From an optimization exercise on the open Yosys and OpenROAD flow, aimed at small area and a short achievable clock period; shortcuts taken in it are not production practice.
At most, simulation tests tie the RTL to the original design; equivalence was not proved.
For run 1, only the layout was checked, not whether the RTL still works.

## flow/design.v (module list and top-level ports; edited modules follow where they fit)
// module ocosh_mdu: 1340 lines
module ocosh_mdu (
    input  wire        clk,
    input  wire        rst,
    input  wire        start,
    input  wire [4:0]  op,
    input  wire [31:0] a,
    input  wire [31:0] b,
    input  wire        ct,
    output wire        ready,
    output reg         done,
    output wire [31:0] result,
    output wire        dv,
    output wire        sat
);
  // ...
==> flow/flow/run.sh <==
#!/bin/bash
# Standard layout (the standard.sh, unchanged synthesis), with the port
# buffers made from sky130_fd_sc_hd__buf_4 instead of the cell buffer_ports
# picks by itself.
set -euo pipefail
export BUFFER_PORTS_ARGS="-buffer_cell sky130_fd_sc_hd__buf_4"
bash standard.sh > standard.log 2>&1
==> flow/standard.sh <==
#!/bin/bash
# synth_recipe.tcl (not shown) runs the flow's synth.tcl, then flattens the netlist and writes it again
# the make line also repeats each setting of config.mk as NAME=value (left out here)
make -C /OpenROAD-flow-scripts/flow DESIGN_CONFIG=/design/flow/config.mk WORK_HOME=/design/flow/orfs CLKGATE_MAP_FILE= SYNTH_SCRIPT=/design/flow/synth_recipe.tcl "${@:-finish}"
==> flow/config.mk <==
export PLATFORM = sky130hd
export DESIGN_NAME = ocosh_mdu
export DESIGN_NICKNAME = ocosh_mdu
export VERILOG_FILES = /design/flow/design.v
export SDC_FILE = /design/flow/constraint.sdc
export NUM_CORES = 4
export LEC_CHECK = 0
export ABC_AREA = 1
export CAP_MARGIN = 20
export CORE_MARGIN = 2
export CORE_UTILIZATION = 40
export SLEW_MARGIN = 20
==> flow/constraint.sdc <==
create_clock -name core_clock -period 11.0 [get_ports {clk}]
set_input_delay 2.2000 -clock core_clock [delete_from_list [all_inputs] [get_ports {clk}]]
set_output_delay 2.2000 -clock core_clock [all_outputs]
set_load 0.01 [all_outputs]
==> parameters.txt, run 1 <==
Parameter                              Value

Die
  Effective utilization at floorplan    0.402
  Num tapcells    969
  Die W    277 um

STA
  Achievable frequency    115 MHz
  Final Setup Violations    0
  Final period util    0.792
  Final Slew Violations    0
  Worst clock skew on the final layout    between 20 and 30 ps
  Setup TNS after final layout    0 ps

Synth
  Post-synthesis area per instance    6.44 um2
  Most area-hungry cell type in the Yosys netlist    nand2_1
  Distinct cell type count after synthesis    65
  Multiplexer fraction of the synthesized cell area    0.000672
  Synthesis-stage register bit count    163

Status
  Status  no timing/DRC/antenna violations

Global routing
  Wire length of the first global-routing pass    just over 200000 um
  Initial antenna violation count    5
  GRT Max-Usage Layer    met2

Final layout
  Share of the core filled with cells in the final layout    0.430
  Final standard cell count with taps included and fillers excluded    5529
  Final-stage net count    4926
  Area-dominant cell class after layout    multi-input combinational cells

Routing
  Final routed wirelength across all metal layers    140000 um
  Average vias per placed instance    6.12
  Sum of met2 wire segment lengths after detailed routing    60500 um

Clock network
  CTS tree    done
  Maximum buffer depth of the clock tree    2
  Cells resized by post-CTS repair    0

Critical path
  Worst setup path startpoint    op[0]
  Critical path endpoint category    flip-flop
  Register-to-Register Setup Slack    2660 ps

Placement
  Gpl congestion    1.04
==> run 2: changes to the inputs <==
--- a/flow/design.v
+++ b/flow/design.v
@@ -44,18 +44,18 @@
     wire h_shl  = op[2] & ~op[1] & op[0];
     wire h_sat  = op[2] & op[1];
     wire i_bs   = ~op[1];                  
     wire i_as   = ~(op[1] & ~op[0]);       
     wire i_ds   = i_div & ~op[0];          
     wire i_an   = i_ds & a[31];
     wire i_bn   = i_ds & b[31];
     wire [31:0] adx = nrm ? (rb ^ {32{bn}}) : (a ^ {32{i_an}});
-    wire [31:0] ady = (b ^ {32{op[0]}}) & {32{~op[3] & ~nrm}};
-    wire        adc = nrm ? bn : ((op[0] & ~op[3]) | i_an);
+    wire [31:0] ady = (b ^ {32{h_sub}}) & {32{~nrm & (h_add | h_sub)}};
+    wire        adc = nrm ? bn : (h_sub | i_an);
     wire [31:0] ad_a = adx;
     wire [31:0] ad_b = ady;
     wire ad_ci = adc;
     wire [31:0] ad_p = ad_a ^ ad_b;
     wire [31:0] ad_g = ad_a & ad_b;
     wire ad_G0 = ad_g[0] | (ad_p[0] & ad_ci);
     wire ad_G_1 = ad_g[1] | (ad_p[1] & ad_G0);
     wire ad_G_2 = ad_g[3] | (ad_p[3] & ad_g[2]);
@@ -210,21 +210,19 @@
         for (gi = 0; gi < 31; gi = gi + 1) begin : g_rev
             assign tm_rev[gi] = tm[30 - gi];
         end
     endgenerate
     wire        l_ov = |((a[30:0] ^ {31{a[31]}}) & tm_rev);
     wire        h_ok = (a[31:15] == {17{a[31]}});
     wire        hs_sat = ((h_add | h_sub) & ad_ov) | (h_shl & l_ov) | (h_sat & ~h_ok);
     wire [31:0] hs_satv = {a[31], {16{h_sat ? a[31] : ~a[31]}}, {15{~a[31]}}};
-    wire [31:0] ph_in  = hs_sat ? hs_satv :
-                         (({32{h_add | h_sub | i_div}} & ad) |
-                          ({32{h_sat}} & a) |
-                          ({32{h_shr | h_shl}} & shf[31:0]) |
-                          {32{acc_pre & m_as}});
+    wire [31:0] hs_res = hs_sat ? hs_satv :
+                         (h_add | h_sub) ? ad :
+                         h_sat ? a : shf[31:0];
     function [5:0] bitlen;
         input [31:0] x;
         integer i;
         begin
             bitlen = 6'd0;
             for (i = 0; i < 32; i = i + 1)
                 if (x[i]) bitlen = i[5:0] + 6'd1;
         end
@@ -1299,35 +1297,34 @@
                     if (sm1 == 4'd0)
                         sact <= 1'b0;
                     sm1 <= sm1 - 4'd1;
                 end
             end
         end
     end
     always @(posedge clk) begin
-        rup  <= accept & h_shr & r_up;
-        satr <= accept & i_help & hs_sat;
-        la   <= len_a;
-        lb   <= len_b;
-        ca   <= i_an & pa;
-        cb   <= i_bn & pb;
-        bn   <= i_bn;
-    end
-    always @(posedge clk) begin
         if (accept) begin
             o_mul <= i_mul;
             o_q   <= i_mul & op[4];
-            o_lo  <= (i_mul & (op[1:0] == 2'b00) & ~op[4]) | (i_div & (op[1] ^ ~d_dv));
-            ra    <= {m_as, i_div ? ad : a};
+            o_lo  <= (i_mul & (op[1:0] == 2'b00) & ~op[4]) | (i_div & ~op[1]);
+            ra    <= {m_as, ad};
+            la    <= len_a;
+            lb    <= len_b;
+            ca    <= i_an & pa;
+            cb    <= i_bn & pb;
             rb    <= i_mul ? b_al : b;
+            bn    <= i_bn;
             neg   <= i_div & (op[1] ? i_an : (i_an ^ i_bn));
+            rup   <= h_shr & r_up;
+            satr  <= i_help & hs_sat;
             dvf   <= i_div & d_dv;
-            ph    <= ph_in;
-            pl    <= acc_pre ? a : 32'h0;
+            ph    <= i_help ? hs_res : i_div ? (d_dv ? 32'h0 : ad) :
+                     acc_pre ? {32{m_as}} : 32'h0;
+            pl    <= acc_pre ? a : (i_div & d_dv) ? ad : 32'h0;
         end else begin
             rb <= {rb[23:0], 8'h0};
             if (nrm) begin
                 ra <= shf;
             end else if (div_step) begin
                 ra <= {2'b0, ra[32:2]};
                 ph <= dr2;
                 pl <= {pl[29:0], dq1, dq2};
==> parameters.txt, run 2 <==
Parameter                              Value

Status
  Status  no timing/DRC/antenna violations (unchanged)

Clock network
  Maximum buffer depth of the clock tree    2 (unchanged)
  Post-CTS Hold Buffers    0 (unchanged)
  Number of levels the H-tree was split into    4 (unchanged)
  CTS tree    done (unchanged)
  Cells resized by post-CTS repair    0 (unchanged)
  Count of clock tree sinks    163 (unchanged)
  Buffers inserted by post-CTS timing repair    0 (unchanged)
  Buffer cell driving the clock tree root    clkbuf_16 (unchanged)
  Clock-pin slew reported for the worst setup and hold paths after clock tree synthesis    70 ps (was 80 ps)
  Num CTS Buffers    17 (unchanged)
  Skew-Pair Late Insertion Delay    500 ps (was 510 ps)

Routing
  Avg WL per Cell    26.7 um (was 25.3 um)
  Remaining antenna violation count after routing    0 (unchanged)
  Final routed wirelength across all metal layers    151000 um (was 140000 um)
  Total vias in the final route    35000 (was 33800)
  Count of TritonRoute iterations in the first routing pass    7 (was 6)
  Total DRC errors in the routed layout    0 (unchanged)
  Count of routing violations after the opening detailed-route iteration    4568 (was 4305)
  Average vias per placed instance    6.18 (was 6.12)

Synth
  Distinct cell type count after synthesis    67 (was 65)
  Synthesis Warnings    1 (unchanged)
  Most common cell in the netlist    nand2_1 (unchanged)
  Post-synthesis area per instance    6.41 um2 (was 6.44 um2)
  Post-Synthesis Net Count    5137 (was 5004)
  Share of synthesized flip-flops with an asynchronous set or reset    0 (unchanged)
  Gate Count Post-Synth    4757 (was 4623)
  Synthesis-stage register bit count    163 (unchanged)
  Most area-hungry cell type in the Yosys netlist    nand2_1 (unchanged)
  Fraction of synthesized cell area taken by the top area cell type    0.128 (was 0.113)
  Synth Flop Type    edfxtp_1 (unchanged)
  Main area contributors after synthesis    nand2_1 (13%), edfxtp_1 (12%), xor2_1 (8.2%), ha_1 (7.8%), fa_1 (7.7%) (was nand2_1 (11%), edfxtp_1 (11%), xor2_1 (8.6%), ha_1 (8.0%), fa_1 (7.9%))
  Cell area after technology mapping    0.0305 mm2 (was 0.0298 mm2)
  Sequential area share after synthesis    0.147 (was 0.145)
  Number of enable-type register cells in the synthesized netlist    123 (was 106)
  Commonest cells in the synthesized netlist    nand2_1 (1039), inv_1 (548), nand3_1 (386) (was nand2_1 (894), inv_1 (577), o21ai_0 (428))

STA
  Min Clock Period, post-route    8510 ps (was 8720 ps)
  Worst clock skew on the final layout    15.8 ps (was 29.5 ps)
  Count of final hold-check violations    0 (unchanged)
  Achievable frequency    118 MHz (was 115 MHz)
  Slew at the pin closest to its max-slew limit    1140 ps (was 1100 ps)
  Worst relative slew slack    0.231 (was 0.259)
  Final period util    0.773 (was 0.792)
  Setup TNS after final layout    0 ps (unchanged)
  Final Setup Violations    0 (unchanged)
  RSZ-0062 raised after global routing    no (unchanged)
  Final Slew Violations    0 (unchanged)

Critical path
  Data required, critical path    11350 ps (was 11240 ps)
  Class of the most critical setup path    input pin to flip-flop (unchanged)
  Worst reg2reg path startpoint    ra[1]$_DFFE_PP_ (unchanged)
  Critical path endpoint category    flip-flop (unchanged)
  Nature of the critical path startpoint    input pin (unchanged)
  Worst path bufs/invs    5 (was 6)
  Register-to-Register Setup Slack    2790 ps (was 2660 ps)
  Cell type of the slowest stage on the worst timing path    xnor2_1 (was nand3_2)
  Cell type group with the largest total delay on the critical path    simple AND/OR/NAND/NOR gates (unchanged)
  Cell type with the highest occurrence count on the critical path    nand2_1 (unchanged)
  Worst r2r dst    pl[0]$_DFFE_PP_ (was ph[2]$_DFFE_PP_)
  Data arrival time at the worst-slack endpoint    8860 ps (was 8960 ps)
  Worst-path maximum fanout    34 (was 64)
  Worst R2R Path Depth    39 (was 45)
  Largest incremental delay on the critical path    790 ps (was 670 ps)

Final layout
  Reg with most FFs    ra (unchanged)
  Area overhead of the layout relative to synthesis    6.55% (was 6.99%)
  Final-stage net count    5051 (was 4926)
  Share of the core filled with cells in the final layout    0.429 (was 0.430)
  Most frequent cells in the layout    nand2_1 (1036), inv_1 (547), nand3_1 (385) (was nand2_1 (893), inv_1 (576), o21ai_0 (427))
  Fill cell count    8165 (was 8009)
  Non-Filler Cell Area, Final    0.0325 mm2 (was 0.0319 mm2)
  Final standard cell count with taps included and fillers excluded    5663 (was 5529)
  Max reg flops    33 (unchanged)
  Proportion of layout cells with a drive suffix above 1    0.0711 (was 0.0704)
  Most frequent standard cell in the layout excluding fill and tap cells    nand2_1 (unchanged)

Global routing
  Aggregate global-route resource usage    0.380 (was 0.355)
  Maximum number of pins on one net before global-route repair    65 (unchanged)
  Total global routing overflow    0 (unchanged)
  Wire length of the first global-routing pass    220000 um (was 205000 um)
  Vias in the first global route    32500 (was 31500)
  Initial antenna violation count    5 (unchanged)

Die
  Effective utilization at floorplan    0.403 (was 0.402)
  Total number of placement rows    101 (was 100)
  I/O pin count    109 (unchanged)
  Full die area    0.0784 mm2 (was 0.0767 mm2)
  CORE AREA    0.0757 mm2 (was 0.0741 mm2)
  Die height    280 um (was 277 um)
  Die W    280 um (was 277 um)

Worst hold path
  Origin of the worst min-delay path    rb[11]$_DFF_P_ (unchanged)
  Hold Crit Class    flip-flop to flip-flop (unchanged)
  Number of cells on the worst hold path    2 (unchanged)
  Sink of the worst hold path    rb[19]$_DFF_P_ (unchanged)

Placement
  Number of placed instances with taps included    5630 (was 5495)
  Count of input and output buffers    108 (unchanged)
  Gpl congestion    1.04 (about the same)
  Half-perimeter wire length of the detailed placement result    117000 um (was 107000 um)
  Placed instance area    0.0319 mm2 (was 0.0312 mm2)

Flow run
  Number of max-capacitance violations reported    0 (unchanged)
run 2: cell types whose count changed after synthesis, sizes merged, moves of 11 or more:
cell and change:
nand2 +142, o21ai -58, nand3 +50, o211ai +43
a21oi -29, xnor2 +23, dfxtp -17, edfxtp +17
a211oi -14, clkbuf +13, nor2 -13, a31oi +12
clkinv -12, buf -11
run 2: kinds of logic after synthesis:
| group | Yosys count | share of synthesized area |
|---|---|---|
| XOR/XNOR | 339 | 0.0974 |
| multiplexers | 1 | 0.000328 |
| AO/OA/AOI/OAI | 1135 | 0.219 |
| buffers and inverters | 900 | 0.113 |
| flip-flops | 163 | 0.147 |
| AND/OR/NAND/NOR | 1912 | 0.268 |
| adder cells (fa/ha/maj) | 307 | 0.155 |
run 2: per-layer routing:
| metal | GRT usage | wire length (um) | up-vias |
|---|---|---|---|
| li1 | - | - | 15900 |
| met1 | 0.491 | 58700 | 16200 |
| met2 | 0.580 | 64900 | 2344 |
| met3 | 0.0795 | 17000 | 550 |
| met4 | 0.229 | 10800 | 6 |
| met5 | 0 | 41 | - |
run 2: worst register-to-register path, delay by kind of cell, from the launching register on:
kind | cells | cell delay [ps]
buf+inv | 3 | 1200
simple gates | 19 | 2150
flops | 1 | 360
compound gates | 15 | 3320
fa+ha+maj | 2 | 900
run 2: how the worst max path moves through the flow:
| stage | slack, ps | to | startpoint | cells after the start |
|---|---|---|---|---|
| 6_report | 2490 | ph[9]$_DFFE_PP_ | op[0] | 34 |
| 5_1_grt | 2120 | ph[31]$_DFFE_PP_ | op[0] | 34 |
| 4_1_cts | 2830 | ph[31]$_DFFE_PP_ | op[0] | 34 |
| 3_5_place_dp | 2320 | ph[31]$_DFFE_PP_ | op[0] | 34 |
| 3_3_place_gp | 2390 | ph[10]$_DFFE_PP_ | op[0] | 33 |
| 2_1_floorplan | 3600 | ph[22]$_DFFE_PP_ | op[3] | 37 |
run 2: area by class of cell:
class,count,area (um2),share of cell area
Antenna cell,1,2.50,0.0000770
Clock buffer,21,450,0.0139
Clock inverter,11,80.1,0.00247
Multi-Input combinational cell,3694,22600,0.696
Inverter,626,2350,0.0724
Tap cell,978,1220,0.0377
Sequential cell,163,4500,0.138
Timing Repair Buffer,169,1270,0.0391
run 2: per-stage QoR:
stage	setup WS, ps	hold slack, ps
floorplan	3600	446
global placement	2390	482
detailed placement	2320	479
CTS	2830	490
global route	2120	517
finish	2490	497

==> separate check: timing with driven ports <==
No port has a modelled driver above. Below, the same layouts with a new extraction and two added sets of constraints.
Step 1 sets driving cells, clkbuf_16 on the clock port and buf_2 on the other inputs (assumed; they add their load-dependent delay and slew).
Step 2 adds t to the input delays and takes it off the output delays; t is the mean of the earliest and latest rising clock arrival at the registers after step 1. Input paths then give back, and output paths get back, about the clock's delay inside the block.
Three values: ideal ports, drivers, drivers and shift; two values: the first two.
run	t, ns	slack for setup (ns)	hold slack, ns	worst setup path at the end	clock arrival spread, ns
run 1	0.560	2.283 / 2.316 / 1.755	0.495 / 0.495 / 0.495	input to register	0.030 / 0.029
run 2	0.556	2.493 / 2.534 / 1.978	0.497 / 0.497 / 0.497	input to register	0.016 / 0.016
After both steps every run listed still meets setup and hold. For run 1, which loses most, drivers alone change the setup slack by +0.033 ns; drivers and shift together by -0.528 ns.
